Source: an optimization exercise on an open RTL-to-GDS flow (aim: small area and a short achievable clock period). Production flows keep margins and buffers that such runs may drop.
Only simulation tests tie the RTL to the original design; equivalence was not proved.

rev 12:
==> flow/design.v (excerpt) <==
module vec_fma (
    input  wire        clk,
    input  wire        rst,
    input  wire        in_valid,
    input  wire [31:0] in_a,
    input  wire [31:0] in_b,
    input  wire [31:0] in_c,
    output reg         out_valid,
    output reg  [31:0] out_r
);
clock: 25.0 ns
lec_check: 0
abc_area: 1
cap_margin: 20
core_margin: 2
core_utilization: 40
cts_cluster_diameter: 120
cts_cluster_size: 24
slew_margin: 20
standard.sh (not shown) runs the stock make flow with config.mk's settings and CLKGATE_MAP_FILE= SYNTH_SCRIPT=/design/flow/synth_recipe.tcl, a recipe that flattens the netlist after the stock synthesis.
==> flow/flow/run.sh <==
#!/bin/bash
# Standard ORFS layout; repair_timing aims for a setup slack of at least
# 18.95 ns at the design's clock period.
set -euo pipefail
bash standard.sh SETUP_SLACK_MARGIN=18.95 'BUFFER_PORTS_ARGS=-buffer_cell sky130_fd_sc_hd__buf_2' finish > standard.log 2>&1
Rev 12: flow completed, timing, DRC and antenna clean
diff inputs: rev 12 => rev 13
--- a/flow/design.v
+++ b/flow/design.v
@@ -166,23 +166,23 @@
     assign sh_sum[4] = p48 ^ pg67;
     assign sh_sum[5] = p49 ^ pg75;
     assign sh_sum[6] = p50 ^ pg77;
     assign sh_sum[7] = p51 ^ pg79;
     assign sh_sum[8] = p52 ^ pg81;
     assign sh_sum[9] = p53 ^ pg83;
     assign sh_sum[10] = p54 ^ pg85;
     wire signed [10:0] sh_raw = sh_sum;
     wire               c_scale = p_zero | (~c_zero & sh_raw[10]);
-    wire        [2:0]  shc = (c_scale | c_zero) ? 3'd0 :
-                             (sh_raw[9:7] != 3'd0) ? 3'd7 : sh_raw[6:4];
+    wire        [3:0]  shc = (c_scale | c_zero) ? 4'd0 :
+                             (sh_raw[9:7] != 3'd0) ? 4'd15 : sh_raw[6:3];
     wire signed [10:0] e_top = c_scale ? $signed({3'd0, ec_e}) : (ep + 11'sd27);
-    wire [38:0] mc_s = {mc, 15'd0} >> sh_raw[3:0];
-    wire [38:0] mc_f = c_scale ? {mc, 15'd0} : mc_s;
+    wire [30:0] mc_s = {mc, 7'd0} >> sh_raw[2:0];
+    wire [30:0] mc_f = c_scale ? {mc, 7'd0} : mc_s;
     wire [23:0]  st_mask;
     genvar gj;
     generate
         for (gj = 0; gj < 24; gj = gj + 1) begin : g_stm
             assign st_mask[gj] = (sh_raw > 11'sd76 + gj);
         end
     endgenerate
     wire         c_sticky = ~(c_scale | c_zero) & (|(mc & st_mask));
     wire bu89 = ((s0_one[0] & ma[0])) ^ s0_neg[0];
@@ -1511,39 +1511,39 @@
     assign prod[41] = p1107 ^ pg1354;
     assign prod[42] = p1108 ^ pg1356;
     assign prod[43] = p1109 ^ pg1358;
     assign prod[44] = p1110 ^ pg1360;
     assign prod[45] = p1111 ^ pg1362;
     assign prod[46] = p1112 ^ pg1364;
     assign prod[47] = p1113 ^ pg1366;
     reg        s1_valid;
     reg [47:0] s1_prod;
-    reg [38:0] s1_mcf;
-    reg [2:0]  s1_shc;
+    reg [30:0] s1_mcf;
+    reg [3:0]  s1_shc;
     reg        s1_cst;
     reg signed [10:0] s1_etop;
     reg        s1_sp, s1_sc, s1_spec, s1_nan, s1_sinf, s1_zsign;
     always @(posedge clk) begin
         if (rst) s1_valid <= 1'b0;
         else     s1_valid <= s0_valid;
         s1_prod  <= prod;
         s1_mcf   <= mc_f;
         s1_shc   <= shc;
         s1_cst   <= c_sticky;
         s1_etop  <= e_top;
         s1_sp    <= sp;
         s1_sc    <= sc;
         s1_spec  <= is_spec;
         s1_nan   <= is_nan;
         s1_sinf  <= s_inf;
         s1_zsign <= p_zero & sp & sc;
     end
-    wire [99:0]  c_aligned = {s1_mcf, 61'd0} >> {s1_shc, 4'b0000};
+    wire [99:0]  c_aligned = {s1_mcf, 69'd0} >> {s1_shc, 3'b000};
     wire [100:0] opc = {c_aligned, s1_cst};
     wire [25:0]  opu = opc[100:75];
     wire [47:0]  opm = opc[74:27];
     wire [26:0]  opl = opc[26:0];
     wire         eff_sub = s1_sp ^ s1_sc;
     wire [47:0]  bmid = s1_prod ^ {48{eff_sub}};
     wire g1370 = opm[0] & bmid[0];
     wire g1371 = opm[1] & bmid[1];
     wire g1372 = opm[2] & bmid[2];
Results
Rev 13 vs. rev 12: final weighted congestion in routability-driven placement saw a decrease, source-to-sink clock delay at the later pin of the worst-skew pair saw a decrease, flip-flop and latch count after synthesis saw a decrease.
met3 global-route usage in rev 13 is 0.53 points lower than in rev 12
On count of cells along the worst register-to-register path, the higher figure sits with rev 12, not rev 13.
Rev 13 does better than rev 12 on final critical-path required period.
Standard cell area after detailed placement of rev 13 is on par with rev 12.
Sequential share of layout area in rev 13 vs rev 12: down 0.31 points

---

vec_fma, a different RTL version from the one above (not shown whole).
Size: roughly 6000 cells after synthesis, ~370 flip-flops, roughly 130 I/O pins, about 41000 µm² of cells after synthesis.
Settings: LEC_CHECK=0, ABC_AREA=1, CAP_MARGIN=20, CORE_MARGIN=2, CORE_UTILIZATION=40, CTS_CLUSTER_DIAMETER=120, CTS_CLUSTER_SIZE=24, SLEW_MARGIN=20; clock period 25.0 ns.
Scripts as last shown in full above: flow/flow/run.sh
Rerun with:
--- a/flow/design.v
+++ b/flow/design.v
@@ -66,25 +66,25 @@
     wire p_zero  = a_zero | b_zero;
     wire p_inf   = a_inf | b_inf;
     wire is_nan  = a_nan | b_nan | c_nan | (a_inf & b_zero) | (b_inf & a_zero) |
                    (p_inf & c_inf & (sp ^ sc));
     wire is_spec = is_nan | p_inf | c_inf;
     wire s_inf   = p_inf ? sp : sc;
     wire signed [10:0] ep     = $signed({3'd0, ea_e}) + $signed({3'd0, eb_e}) - 11'sd127;
     wire signed [10:0] sh_raw = $signed({3'd0, ea_e}) + $signed({3'd0, eb_e}) + $signed({3'b111, ~ec_e}) - 11'sd99;
     wire               c_scale = p_zero | (~c_zero & sh_raw[10]);
     wire        [6:0]  sh = (c_scale | c_zero) ? 7'd0 :
                             (sh_raw[9:7] != 3'd0) ? 7'd127 : sh_raw[6:0];
     wire signed [10:0] e_top = c_scale ? $signed({3'd0, ec_e}) : (ep + 11'sd27);
-    wire [30:0] mc_f = {mc, 7'd0} >> sh[2:0];
+    wire [38:0] mc_f = {mc, 15'd0} >> sh[3:0];
     wire [23:0]  st_mask;
     genvar gj;
     generate
         for (gj = 0; gj < 24; gj = gj + 1) begin : g_stm
             assign st_mask[gj] = (sh_raw > 11'sd76 + gj);
         end
     endgenerate
     wire         c_sticky = ~(c_scale | c_zero) & (|(mc & st_mask));
     wire bu1 = ((s0_one[0] & ma[0])) ^ s0_neg[0];
     wire bu2 = ((s0_one[0] & ma[1]) | (s0_two[0] & ma[0])) ^ s0_neg[0];
     wire bu3 = ((s0_one[0] & ma[2]) | (s0_two[0] & ma[1])) ^ s0_neg[0];
     wire bu4 = ((s0_one[0] & ma[3]) | (s0_two[0] & ma[2])) ^ s0_neg[0];
@@ -1407,45 +1407,45 @@
     assign prod[38] = p1016 ^ pg1260;
     assign prod[39] = p1017 ^ pg1262;
     assign prod[40] = p1018 ^ pg1264;
     assign prod[41] = p1019 ^ pg1266;
     assign prod[42] = p1020 ^ pg1268;
     assign prod[43] = p1021 ^ pg1270;
     assign prod[44] = p1022 ^ pg1272;
     assign prod[45] = p1023 ^ pg1274;
     assign prod[46] = p1024 ^ pg1276;
     assign prod[47] = p1025 ^ pg1278;
     reg        s1_valid;
     reg [47:0] s1_prod;
-    reg [30:0] s1_mcf;
-    reg [3:0]  s1_shc;
+    reg [38:0] s1_mcf;
+    reg [2:0]  s1_shc;
     reg        s1_cst;
     reg signed [10:0] s1_etop;
     reg        s1_sp, s1_sc, s1_spec, s1_nan, s1_sinf, s1_zsign;
     always @(posedge clk) begin
         if (rst) s1_valid <= 1'b0;
         else     s1_valid <= s0_valid;
         s1_prod  <= prod;
         s1_mcf   <= mc_f;
-        s1_shc   <= sh[6:3];
+        s1_shc   <= sh[6:4];
         s1_cst   <= c_sticky;
         s1_etop  <= e_top;
         s1_sp    <= sp;
         s1_sc    <= sc;
         s1_spec  <= is_spec;
         s1_nan   <= is_nan;
         s1_sinf  <= s_inf;
         s1_zsign <= p_zero & sp & sc;
     end
-    wire [99:0]  c_aligned = {s1_mcf, 69'd0} >> {s1_shc, 3'b000};
+    wire [99:0]  c_aligned = {s1_mcf, 61'd0} >> {s1_shc, 4'b0000};
     wire [100:0] opc = {c_aligned, s1_cst};
     wire [25:0]  opu = opc[100:75];
     wire [47:0]  opm = opc[74:27];
     wire [26:0]  opl = opc[26:0];
     wire         eff_sub = s1_sp ^ s1_sc;
     wire [47:0]  bmid = s1_prod ^ {48{eff_sub}};
     wire g1282 = opm[0] & bmid[0];
     wire g1283 = opm[1] & bmid[1];
     wire g1284 = opm[2] & bmid[2];
     wire g1285 = opm[3] & bmid[3];
     wire g1286 = opm[4] & bmid[4];
     wire g1287 = opm[5] & bmid[5];
@@ -1891,29 +1891,33 @@
     assign y0[46] = p1376 ^ pg1628;
     assign y1[46] = p1376 ^ (pg1628 | pp1629);
     assign y0[47] = p1377 ^ pg1630;
     assign y1[47] = p1377 ^ (pg1630 | pp1631);
     wire c0 = pg1632;
     wire c1 = pg1632 | pp1633;
     wire [25:0]  u_inc = opu + 26'd1;
     wire [25:0]  u_dec = opu - 26'd1;
     wire         u_zero = (opu == 26'd0);
     wire         l_nz = |opl;
     wire [26:0]  l_neg = ~opl + 27'd1;
     wire         neg = eff_sub & u_zero & ~c1;
-    wire [25:0]  u_dec0 = u_zero ? 26'd0 : u_dec;
-    wire [25:0]  mag_u = eff_sub ? (c1 ? opu : u_dec0) : (c0 ? u_inc : opu);
-    wire [47:0]  mag_m = !eff_sub ? y0 : (!neg ? y1 : (l_nz ? ~y1 : ~y0));
-    wire [26:0]  mag_l = neg ? l_neg : opl;
-    wire [100:0] mag = {mag_u, mag_m, mag_l};
+    reg  [100:0] mag;
+    always @(*) begin
+        if (!eff_sub)
+            mag = {c0 ? u_inc : opu, y0, opl};
+        else if (!neg)
+            mag = {c1 ? opu : u_dec, y1, opl};
+        else
+            mag = {26'd0, l_nz ? ~y1 : ~y0, l_neg};
+    end
     wire         rsign = neg ? s1_sp : s1_sc;
     wire signed [10:0] e_m1 = s1_etop - 11'sd1;
     wire               kill = s1_etop < 11'sd1;      
     wire               has_mark = ~kill & (e_m1 < 11'sd75);
     reg        s2_valid;
     reg [100:0] s2_mag;
     reg [8:0]  s2_em1;
     reg        s2_hasm, s2_kill, s2_rsign, s2_spec, s2_nan, s2_sinf, s2_zsign;
     always @(posedge clk) begin
         if (rst) s2_valid <= 1'b0;
         else     s2_valid <= s1_valid;
         s2_mag   <= mag;
Outcome: Cell count went down by 0.86%; sequential cell count went up by 7; clock skew went up by 0.0077 ns; critical path depth stays the same.

## static timing again, ports no longer ideal
The results above use ideal ports. As a check the final layouts listed here were re-extracted and re-timed, cells and wires unchanged.
Step 1 (the two cells are an assumption about what drives the block):
set clk [get_ports {clk}]
set_driving_cell -lib_cell sky130_fd_sc_hd__clkbuf_16 $clk
set_driving_cell -lib_cell sky130_fd_sc_hd__buf_2 [delete_from_list [all_inputs] $clk]
Step 2 also shifts input and output timing later by t, the mid clock arrival at the registers, as if the neighbouring blocks saw the same clock.
Slacks: no drivers / after step 1 / after step 2; pairs: no drivers / after step 1.
run	t, ns	setup slack, ns	slew at the worst register clock pin (ns)	worst data-port slew with drivers (ns)
rev 12	0.705	18.890 / 18.814 / 18.426	0.11 / 0.11	0.06
rev 13	0.690	18.938 / 18.864 / 18.786	0.10 / 0.10	0.04
the first run of note 2	0.689	18.861 / 18.785 / 18.493	0.11 / 0.11	0.05
the second run of note 2	0.702	18.857 / 18.777 / 18.484	0.11 / 0.11	0.05
After both steps every run listed still meets setup and hold. For rev 12, which loses most, drivers alone change the setup slack by -0.076 ns; drivers and shift together by -0.464 ns.
